Context: an optimization exercise on an open-source flow, tuned for small area, a short achievable clock period and few clock cycles. The choices shown serve that exercise and are no tape-out recipe. The RTL was checked by simulation tests, not by an equivalence proof against the original design.

File: flow/config.mk
export PLATFORM = sky130hd
export DESIGN_NAME = fsf_dec
export DESIGN_NICKNAME = fsf_dec
export VERILOG_FILES = /design/flow/design.v
export SDC_FILE = /design/flow/constraint.sdc
export NUM_CORES = 4
export LEC_CHECK = 0
export CAP_MARGIN = 20
export CORE_MARGIN = 2
export CORE_UTILIZATION = 40
export PLACE_DENSITY = 0.6
export SLEW_MARGIN = 20
File: flow/design.v
module fsf_dec (
    input  wire        clk,
    input  wire        rst,
    input  wire [31:0] in_data,
    input  wire        in_valid,
    input  wire        in_last,
    output wire        in_ready,
    output reg  [31:0] out_data,
    output reg         out_valid,
    input  wire        out_ready,
    output reg         done,
    output reg  [2:0]  err_code,
    output reg  [15:0] err_block,
    output reg  [31:0] err_pos,
    output reg  [31:0] err_elems
);
    localparam BLK_MAX = 64;
    localparam [2:0] E_NONE = 3'd0, E_ILLEGAL = 3'd1, E_DIST = 3'd2,
                     E_OVERRUN = 3'd3, E_CHECK = 3'd4, E_TRUNC = 3'd5;
    localparam [1:0] BT_STORED = 2'b00, BT_CODED = 2'b01, BT_END = 2'b11;
    localparam [3:0] S_SH0   = 4'd0,    
                     S_SH1   = 4'd1,    
                     S_BH0   = 4'd2,    
                     S_BH1   = 4'd3,    
                     S_ST    = 4'd4,    
                     S_PAD   = 4'd5,    
                     S_BEND  = 4'd6,    
                     S_PFX   = 4'd7,    
                     S_LQ    = 4'd8,    
                     S_LV    = 4'd9,    
                     S_GM    = 4'd10,   
                     S_GV    = 4'd11,   
                     S_COPY  = 4'd12,   
                     S_FIN   = 4'd13,   
                     S_DRAIN = 4'd14;   
    function [31:0] crc_byte(input [31:0] c, input [7:0] b);
        integer i;
        reg [31:0] t;
        begin
            t = c ^ {24'd0, b};
            for (i = 0; i < 8; i = i + 1)
                t = t[0] ? ((t >> 1) ^ 32'h82F63B78) : (t >> 1);
            crc_byte = t;
        end
    endfunction
    reg [3:0]  state;
    reg [63:0] buf_q;         
    reg [6:0]  cnt;           
    reg [31:0] pos;           
    reg        eof;           
    reg [2:0]  wid;           
    reg [31:0] orig;          
    reg        known;         
    reg [31:0] ndone;         
    reg [15:0] nblk;          
    reg        last_seen;     
    reg [31:0] bstart;        
    reg [1:0]  btype;
    reg [1:0]  order;
    reg [4:0]  kpar;
    reg        lastbit;
    reg [6:0]  nel;           
    reg [31:0] crc_hdr;
    reg [31:0] crc;
    reg [6:0]  len;           
    reg [31:0] tok;           
    reg [4:0]  q;
    reg [4:0]  gm;
    reg        gsel;          
    reg [12:0] lval;
    reg [6:0]  dval;
    reg [31:0] x1, x2;        
    reg [31:0] hist [0:BLK_MAX-1];
    wire [5:0]  wbits = {wid, 3'b000};
    wire [31:0] mask  = (wid == 3'd1) ? 32'h0000_00FF :
                        (wid == 3'd3) ? 32'h00FF_FFFF : 32'hFFFF_FFFF;
    wire slot_free = !out_valid || out_ready;
    reg [5:0] ones;
    integer oi;
    always @* begin
        ones = 6'd32;
        for (oi = 31; oi >= 0; oi = oi - 1)
            if (!buf_q[oi]) ones = oi[5:0];
    end
    function [31:0] low_bits(input [63:0] b, input [5:0] w);
        begin
            low_bits = b[31:0] & ((w >= 6'd32) ? 32'hFFFF_FFFF : ((32'd1 << w) - 32'd1));
        end
    endfunction
    function overrun(input [31:0] base, input [12:0] add);
        reg [35:0] tot, prod;
        begin
            tot = {4'd0, base} + {23'd0, add};
            case (wid)
                3'd1:    prod = tot;
                3'd3:    prod = tot + (tot << 1);
                default: prod = tot << 2;
            endcase
            overrun = known && (prod > {4'd0, orig});
        end
    endfunction
    function short_len(input [31:0] base);
        reg [35:0] tot, prod;
        begin
            tot = {4'd0, base};
            case (wid)
                3'd1:    prod = tot;
                3'd3:    prod = tot + (tot << 1);
                default: prod = tot << 2;
            endcase
            short_len = known && (prod < {4'd0, orig});
        end
    endfunction
    wire [31:0] pred = (order == 2'd0) ? 32'd0 :
                       (order == 2'd1) ? x1 : ((x1 << 1) - x2);
    function [31:0] elem_of(input [31:0] r);
        begin
            elem_of = (pred + r) & mask;
        end
    endfunction
    function [31:0] crc_elem(input [31:0] c, input [31:0] x);
        reg [31:0] t;
        begin
            t = crc_byte(c, x[7:0]);
            if (wid != 3'd1) begin
                t = crc_byte(t, x[15:8]);
                t = crc_byte(t, x[23:16]);
                if (wid == 3'd4)
                    t = crc_byte(t, x[31:24]);
            end
            crc_elem = t;
        end
    endfunction
    wire [15:0] hw    = buf_q[15:0];
    wire [15:0] hcnt  = buf_q[31:16];
    wire [1:0]  h_bt  = hw[1:0];
    wire [1:0]  h_ord = hw[3:2];
    wire [4:0]  h_k   = hw[8:4];
    wire        h_last = hw[9];
    wire h_illegal = (h_bt == 2'b10) || (h_ord == 2'd3) || ({1'b0, h_k} >= wbits) ||
                     (hw[15:10] != 6'd0) ||
                     ((h_bt == BT_STORED || h_bt == BT_END) && (h_ord != 2'd0 || h_k != 5'd0)) ||
                     ((h_bt == BT_END) && (!h_last || hcnt != 16'd0)) ||
                     ((h_bt != BT_END) && (hcnt >= BLK_MAX));
    assign in_ready = (state == S_DRAIN) ||
                      ((state != S_FIN) && !eof && (cnt <= 7'd32));
    wire take = in_valid && in_ready && (state != S_DRAIN);
    reg [5:0]  consume;       
    reg        emit;          
    reg [31:0] emit_x;
    reg [31:0] emit_r;        
    reg        hist_wr;
    reg        fail;
    reg [2:0]  fail_code;
    reg [31:0] fail_pos;
    reg        finish_ok;
    wire [31:0] fld_k   = low_bits(buf_q, {1'b0, kpar});
    wire [31:0] fld_w   = low_bits(buf_q, wbits);
    wire [31:0] fld_g   = low_bits(buf_q, {1'b0, gm});
    wire [63:0] lit_u   = (q == 5'd31) ? {32'd0, fld_w} :
                          (({59'd0, q} << kpar) | {32'd0, fld_k});
    wire [31:0] lit_r   = lit_u[32:1] ^ {32{lit_u[0]}};
    wire [16:0] gval    = (17'd1 << gm) | fld_g[16:0];
    wire [6:0]  hidx    = len - dval;
    wire [31:0] copy_r  = hist[hidx[5:0]];
    wire [31:0] pad_bits = low_bits(buf_q, (6'd32 - {1'b0, pos[4:0]}) & 6'd31);
    always @* begin
        consume   = 6'd0;
        emit      = 1'b0;
        emit_x    = 32'd0;
        emit_r    = 32'd0;
        hist_wr   = 1'b0;
        fail      = 1'b0;
        fail_code = E_NONE;
        fail_pos  = 32'd0;
        finish_ok = 1'b0;
        case (state)
            S_SH0: if (cnt >= 7'd32) begin
                if (buf_q[7:0] != 8'hF5 || buf_q[15:8] != 8'h1A || buf_q[23:16] != 8'h01 ||
                    !(buf_q[31:24] == 8'd1 || buf_q[31:24] == 8'd3 || buf_q[31:24] == 8'd4)) begin
                    fail = 1'b1; fail_code = E_ILLEGAL; fail_pos = 32'd0;
                end else
                    consume = 6'd32;
            end
            S_SH1: if (cnt >= 7'd32)
                consume = 6'd32;
            else if (eof) begin
                fail = 1'b1; fail_code = E_TRUNC; fail_pos = 32'd0;
            end
            S_BH0: if (last_seen) begin
                if (cnt != 7'd0 || !eof) begin
                    fail = 1'b1; fail_code = E_OVERRUN; fail_pos = pos;
                end else
                    finish_ok = 1'b1;
            end else if (cnt >= 7'd32) begin
                if (h_illegal) begin
                    fail = 1'b1; fail_code = E_ILLEGAL; fail_pos = pos;
                end else
                    consume = 6'd32;
            end else if (eof) begin
                fail = 1'b1; fail_code = E_TRUNC; fail_pos = pos;
            end
            S_BH1: if (cnt >= 7'd32) begin
                if (btype == BT_STORED && overrun(ndone, {6'd0, nel})) begin
                    fail = 1'b1; fail_code = E_OVERRUN; fail_pos = bstart;
                end else
                    consume = 6'd32;
            end else if (eof) begin
                fail = 1'b1; fail_code = E_TRUNC; fail_pos = bstart;
            end
            S_ST: if (cnt >= {1'b0, wbits}) begin
                if (slot_free) begin
                    consume = wbits;
                    emit    = 1'b1;
                    emit_x  = fld_w;
                end
            end else if (eof) begin
                fail = 1'b1; fail_code = E_TRUNC; fail_pos = bstart;
            end
            S_PAD: if (pad_bits != 32'd0) begin
                fail = 1'b1; fail_code = E_ILLEGAL;
                fail_pos = (btype == BT_STORED) ? bstart : tok;
            end else
                consume = (6'd32 - {1'b0, pos[4:0]}) & 6'd31;
            S_BEND: if (btype != BT_END && ~crc != crc_hdr) begin
                fail = 1'b1; fail_code = E_CHECK; fail_pos = bstart;
            end else if (lastbit && short_len(ndone + {25'd0, nel})) begin
                fail = 1'b1; fail_code = E_TRUNC; fail_pos = bstart;
            end
            S_PFX: if (cnt == 7'd0) begin
                if (eof) begin
                    fail = 1'b1; fail_code = E_TRUNC; fail_pos = pos;
                end
            end else if (!buf_q[0]) begin
                consume = 6'd1;
            end else if (cnt == 7'd1) begin
                if (eof) begin
                    fail = 1'b1; fail_code = E_TRUNC; fail_pos = pos;
                end
            end else if (!buf_q[1]) begin
                consume = 6'd2;
            end else if (len < nel) begin
                fail = 1'b1; fail_code = E_TRUNC; fail_pos = pos;
            end else
                consume = 6'd2;
            S_LQ: if (ones >= 6'd32) begin
                fail = 1'b1; fail_code = E_ILLEGAL; fail_pos = tok;
            end else if ({1'b0, ones} < cnt) begin
                consume = ones + 6'd1;
            end else if (eof) begin
                fail = 1'b1; fail_code = E_TRUNC; fail_pos = tok;
            end
            S_LV: if (cnt >= ((q == 5'd31) ? {1'b0, wbits} : {2'b0, kpar})) begin
                if ({1'b0, len} + 8'd1 > {1'b0, nel} || overrun(ndone, {6'd0, len} + 13'd1)) begin
                    fail = 1'b1; fail_code = E_OVERRUN; fail_pos = tok;
                end else if (slot_free) begin
                    consume = (q == 5'd31) ? wbits : {1'b0, kpar};
                    emit    = 1'b1;
                    emit_r  = lit_r;
                    emit_x  = elem_of(lit_r);
                    hist_wr = 1'b1;
                end
            end else if (eof) begin
                fail = 1'b1; fail_code = E_TRUNC; fail_pos = tok;
            end
            S_GM: if (ones >= 6'd17) begin
                fail = 1'b1; fail_code = E_ILLEGAL; fail_pos = tok;
            end else if ({1'b0, ones} < cnt) begin
                consume = ones + 6'd1;
            end else if (eof) begin
                fail = 1'b1; fail_code = E_TRUNC; fail_pos = tok;
            end
            S_GV: if (cnt >= {2'b0, gm}) begin
                if (!gsel) begin
                    if (gval < 17'd2 || gval > 17'd4096) begin
                        fail = 1'b1; fail_code = E_ILLEGAL; fail_pos = tok;
                    end else
                        consume = {1'b0, gm};
                end else begin
                    if (gval > {10'd0, len}) begin
                        fail = 1'b1; fail_code = E_DIST; fail_pos = tok;
                    end else if ({6'd0, len} + lval > {6'd0, nel} ||
                                 overrun(ndone, {6'd0, len} + lval)) begin
                        fail = 1'b1; fail_code = E_OVERRUN; fail_pos = tok;
                    end else
                        consume = {1'b0, gm};
                end
            end else if (eof) begin
                fail = 1'b1; fail_code = E_TRUNC; fail_pos = tok;
            end
            S_COPY: if (slot_free) begin
                emit    = 1'b1;
                emit_r  = copy_r;
                emit_x  = elem_of(copy_r);
                hist_wr = 1'b1;
            end
            default: ;
        endcase
    end
    wire [63:0] buf_shift = buf_q >> consume;
    wire [6:0]  cnt_shift = cnt - {1'b0, consume};
    always @(posedge clk) begin
        if (hist_wr)
            hist[len[5:0]] <= emit_r;
    end
    always @(posedge clk) begin
        if (rst) begin
            state     <= S_SH0;
            buf_q     <= 64'd0;
            cnt       <= 7'd0;
            pos       <= 32'd0;
            eof       <= 1'b0;
            ndone     <= 32'd0;
            nblk      <= 16'd0;
            last_seen <= 1'b0;
            x1        <= 32'd0;
            x2        <= 32'd0;
            out_valid <= 1'b0;
            out_data  <= 32'd0;
            done      <= 1'b0;
            err_code  <= 3'd0;
            err_block <= 16'd0;
            err_pos   <= 32'd0;
            err_elems <= 32'd0;
            wid       <= 3'd4;
            orig      <= 32'd0;
            known     <= 1'b0;
            bstart    <= 32'd0;
            btype     <= 2'd0;
            order     <= 2'd0;
            kpar      <= 5'd0;
            lastbit   <= 1'b0;
            nel       <= 7'd1;
            crc_hdr   <= 32'd0;
            crc       <= 32'hFFFF_FFFF;
            len       <= 7'd0;
            tok       <= 32'd0;
            q         <= 5'd0;
            gm        <= 5'd0;
            gsel      <= 1'b0;
            lval      <= 13'd0;
            dval      <= 7'd0;
        end else begin
            done <= 1'b0;
            if (emit) begin
                out_valid <= 1'b1;
                out_data  <= emit_x;
                x2        <= x1;
                x1        <= emit_x;
                crc       <= crc_elem(crc, emit_x);
            end else if (out_ready)
                out_valid <= 1'b0;
            if (take) begin
                buf_q <= buf_shift | ({32'd0, in_data} << cnt_shift);
                cnt   <= cnt_shift + 7'd32;
                if (in_last)
                    eof <= 1'b1;
            end else begin
                buf_q <= buf_shift;
                cnt   <= cnt_shift;
            end
            pos <= pos + {26'd0, consume};
            if (fail) begin
                err_code  <= fail_code;
                err_block <= nblk;
                err_pos   <= fail_pos;
                err_elems <= ndone;
                state     <= S_FIN;
            end else if (finish_ok) begin
                err_code  <= E_NONE;
                err_block <= nblk;
                err_pos   <= pos;
                err_elems <= ndone;
                state     <= S_FIN;
            end else begin
                case (state)
                    S_SH0: if (consume != 6'd0) begin
                        wid   <= buf_q[26:24];
                        state <= S_SH1;
                    end
                    S_SH1: if (consume != 6'd0) begin
                        orig  <= buf_q[31:0];
                        known <= (buf_q[31:0] != 32'hFFFF_FFFF);
                        state <= S_BH0;
                    end
                    S_BH0: if (consume != 6'd0) begin
                        bstart  <= pos;
                        btype   <= h_bt;
                        order   <= h_ord;
                        kpar    <= h_k;
                        lastbit <= h_last;
                        nel     <= (h_bt == BT_END) ? 7'd0 : (hcnt[6:0] + 7'd1);
                        state   <= S_BH1;
                    end
                    S_BH1: if (consume != 6'd0) begin
                        crc_hdr <= buf_q[31:0];
                        crc     <= 32'hFFFF_FFFF;
                        len     <= 7'd0;
                        case (btype)
                            BT_END:    state <= S_BEND;
                            BT_STORED: state <= S_ST;
                            default:   state <= S_PFX;
                        endcase
                    end
                    S_ST: if (emit) begin
                        len <= len + 7'd1;
                        if (len + 7'd1 == nel)
                            state <= S_PAD;
                    end
                    S_PAD: state <= S_BEND;
                    S_BEND: begin
                        ndone     <= ndone + {25'd0, nel};
                        nblk      <= nblk + 16'd1;
                        last_seen <= lastbit;
                        state     <= S_BH0;
                    end
                    S_PFX: if (consume != 6'd0) begin
                        tok <= pos;
                        if (!buf_q[0])
                            state <= S_LQ;
                        else if (!buf_q[1]) begin
                            gsel  <= 1'b0;
                            state <= S_GM;
                        end else
                            state <= S_PAD;
                    end
                    S_LQ: if (consume != 6'd0) begin
                        q     <= ones[4:0];
                        state <= S_LV;
                    end
                    S_LV: if (emit) begin
                        len   <= len + 7'd1;
                        state <= S_PFX;
                    end
                    S_GM: if (consume != 6'd0) begin
                        gm    <= ones[4:0];
                        state <= S_GV;
                    end
                    S_GV: if (cnt >= {2'b0, gm}) begin
                        if (!gsel) begin
                            lval  <= gval[12:0];
                            gsel  <= 1'b1;
                            state <= S_GM;
                        end else begin
                            dval  <= gval[6:0];
                            state <= S_COPY;
                        end
                    end
                    S_COPY: if (emit) begin
                        len  <= len + 7'd1;
                        lval <= lval - 13'd1;
                        if (lval == 13'd1)
                            state <= S_PFX;
                    end
                    S_FIN: if (!out_valid) begin
                        done <= 1'b1;
                        if (eof)
                            state <= S_SH0;
                        else
                            state <= S_DRAIN;
                    end
                    S_DRAIN: ;
                    default: state <= S_SH0;
                endcase
            end
            if ((state == S_FIN && !out_valid && eof) ||
                (state == S_DRAIN && in_valid && in_last)) begin
                state     <= S_SH0;
                buf_q     <= 64'd0;
                cnt       <= 7'd0;
                pos       <= 32'd0;
                eof       <= 1'b0;
                ndone     <= 32'd0;
                nblk      <= 16'd0;
                last_seen <= 1'b0;
                x1        <= 32'd0;
                x2        <= 32'd0;
            end
        end
    end
endmodule
File: flow/constraint.sdc
create_clock -name core_clock -period 14.0 [get_ports {clk}]
set_input_delay 2.8000 -clock core_clock [delete_from_list [all_inputs] [get_ports {clk}]]
set_output_delay 2.8000 -clock core_clock [all_outputs]
set_load 0.01 [all_outputs]
File: flow/run.sh
#!/bin/bash
# synth_recipe.tcl (not shown) runs the flow's synth.tcl, then flattens the netlist and writes it again
# the make line also repeats each setting of config.mk as NAME=value (left out here)
make -C /OpenROAD-flow-scripts/flow DESIGN_CONFIG=/design/flow/config.mk WORK_HOME=/design/flow/orfs CLKGATE_MAP_FILE= SYNTH_SCRIPT=/design/flow/synth_recipe.tcl finish
==> results.txt <==
-- cell type report --
class,instances,area [um2]
Antenna cell,10,25.02
Clock buffer,340,7545
Clock inverter,173,1758
Fill cell,29280,178900
Inverter,314,1179
Multi-Input combinational cell,6856,57180
Sequential cell,2604,72630
Tap cell,4366,5463
Timing Repair Buffer,594,5069
-- layout by cell type, fill, tap and decap left out, types with 67 or more instances in the layout --
| cell | netlist | routed |
|---|---|---|
| dfxtp_1 | 556 | 554 |
| a211oi_1 | 93 | 91 |
| o21ai_0 | 466 | 453 |
| xor2_1 | 255 | 249 |
| nand2_1 | 1032 | 1026 |
| mux2_2 | 67 | 67 |
| xnor2_1 | 435 | 419 |
| nor2b_1 | 85 | 83 |
| buf_4 | 5 | 423 |
| clkdlybuf4s50_1 | 0 | 153 |
| ha_1 | 421 | 418 |
| nor3_1 | 146 | 142 |
| nor2_1 | 719 | 649 |
| a21oi_1 | 718 | 716 |
| edfxtp_1 | 2048 | 2048 |
| mux2i_1 | 350 | 350 |
| o21a_1 | 69 | 68 |
| a21o_1 | 140 | 140 |
| mux4_2 | 648 | 648 |
| nand3_1 | 159 | 159 |
| inv_1 | 307 | 307 |
| clkbuf_16 | 0 | 290 |
-- per-layer routing --
metal  track usage, %  share of wire (%)  vias to the layer above
li1                 -                  -                    39880
met1            34.37                 40                    46880
met2            42.57                 47                     4276
met3            3.569                7.6                      920
met4            11.97                5.2                        0
met5                0                  0                        -
-- worst max-delay path by stage --
stage,end,cells after the start,startpoint
after floorplan,crc[4],52,len[0]
after global placement,crc[4],52,len[0]
after detailed placement,crc[11],54,len[0]
after CTS,crc[4],52,len[0]
after global routing,crc[4],55,len[0]
final,crc[4],55,len[0]
-- metrics by stage --
stage / setup TNS, ps
6_report: 0
5_1_grt: -9.220
4_1_cts: -8.622
3_5_place_dp: -666.5
3_3_place_gp: -185.7
2_1_floorplan: 0
-- worst max-delay path: cells and delay by family (launching register included) --
kind                       cells  cell delay, ps
AOI/OAI and AO/OA             24            4800
adders and majority gates      4            1260
buffers and inverters          5             610
and+or+nand+nor                9            1640
DFF                            1             310
xor gates and xnor gates      13            4540
-- timing repair --
item / 4_1_cts / 5_1_grt
endpoints found under the setup margin: 13 / 181
gates resized for setup: 4 / 46
gates cloned: 0 / 1
setup buffers: 0 / 38
pin swaps: 0 / 18
-- cells by family (layout without fill, tap and decap cells) --
logic type / after synthesis / count (layout) / share of synthesized area [%]
AOI/OAI and AO/OA: 2117 / 2118 / 10.06
other: 0 / 10 / 0
muxes: 1065 / 1065 / 14.25
buffers and inverters: 927 / 1421 / 2.660
and+or+nand+nor: 2478 / 2478 / 8.217
xor gates and xnor gates: 761 / 761 / 5.706
adders and majority gates: 434 / 434 / 4.180
DFF: 2604 / 2604 / 54.92
==> results.cfg <==
[job]
cap_violations = 0

[synthesis]
synthTopCellsByCount = edfxtp_1, nand2_1, nor2_1
synth_area_per_cell_um2 = 12.73
ys.warnings.count = 1
synth-seq-cells = 2604
synth.most_common_cell = edfxtp_1
syn-cell-area_um2 = 132300
synth_area_leader_cell = edfxtp_1
yosys_most_used_dff = edfxtp_1
syn_nets = 10860
synth-edff-count = 2048
synthArstFlopShare_pct = 0
yosysTopAreaCellShare_pct = 46.50
ys_types = 103
ys_top_cells_by_area = edfxtp_1, mux4_2, dfxtp_1, ha_1, nand2_1
seq_area_frac_synth_pct = 54.92
syn_inst = 10390

[setup_path]
cp-start-kind = flip-flop
rr_endpoint = crc[4]
crit-reg2reg-launch = len[0]
cp.required_ps = 14760
r2r_setup_slack_ps = 630
path_max_fanout = 6
critPathKind = reg -> reg
reg2reg_depth = 55
cp-end-kind = flip-flop
arrival_ps = 14130
crit_top_cell = a21o_1
worst_path_max_delay_cell = xor3_2
crit_path_max_incr_delay_ps = 520

[clocking]
clk_pin_slew_ps = 60
cts_buffer_depth = 4
hold_buffers = 0
cts_tree = built
clock_latency_ps = 920
clockRootBuffer = clkbuf_16
htree_levels = 5
clkSinkCount = 2604
cts_buffers = 288

[sta]
fin_crit_ps = 13370
final_hold_viol_count = 0
tightestPinTransition_ps = 1258
max_slew_margin_pct = 13.93
hold_slack_ps = 450.4
skew_ps = 62.84
max_freq_mhz = 74.79
fin_crit_sh_pct = 95.50
slew_violations = 0
setup_viol = 0
fin_ws_ps = 630.1

[cells_and_area]
final_cell_count_no_fill = 15260
postLayoutCoreUtil_pct = 45.75
final_area_um2 = 150800
syn_to_final_growth_pct = 14.06
fin_nets = 11130
drive_above_1_share_pct = 16.90
largest_reg_flops = 2048

[detailed_routing]
routed_wl_um = 445200
wl_per_cell_um = 29.18
postRouteAntennaNets = 0
drc = 0
route.vias.total = 91960
drtIter0Drc = 10410
first_pass_iters = 8
via_per_inst = 6.027

[global_routing]
grt_max_degree = 94
grtUsageTotal_pct = 26.02
grt_pass1_wl_um = 638000
grt_pass1_vias = 89450
overflow = 0
antenna_found_initial = 16

[worst_hold_path]
hold_end = err_elems[15]
hold_class = reg -> reg
hold_start = err_elems[15]
hold_depth = 2

[place]
dpl.hpwl_um = 295300
place_inst = 14690
port_buffers = 154
place_ws_ps = -170.5
dpl-instance-area_um2 = 140900
routabilityCongestion = 0.9645

[floorplanning]
start_util_pct = 40.11
die_w_um = 579
die_area_um2 = 335200
core_um2 = 329700
fp-row-count = 211
top_level_ports = 155
die_h_um = 579

[status]
outcome = complete, no violations
Testbench counts, summed over its fixed seeds: cycles 62,092.

==> afterwards: timing with drivers on the ports <==
The flow's constraints put no driver on any port. The routed layout listed below was extracted and timed again, unchanged, in two steps. Step 1, drivers: a clkbuf_16 drives clk and a buf_2 each remaining input, both assumed. Step 2 adds t to the input delays and takes it off the output delays; t is the mean of the earliest and latest rising clock arrival at the registers after step 1. Input paths then give back, and output paths get back, about the clock's delay inside the block. Slacks: no drivers / after step 1 / after step 2; pairs: no drivers / after step 1.
t (ns): 0.983
setup slack, ns: 0.630 / 0.630 / 0.630
latest minus earliest clock arrival (ns): 0.063 / 0.063
worst data-port slew with drivers (ns): 0.05
pins driven straight from the clock port: 1
After both steps setup and hold are still met in this run. The setup slack of this run moves by 0.000 ns with the drivers and by 0.000 ns with both steps.
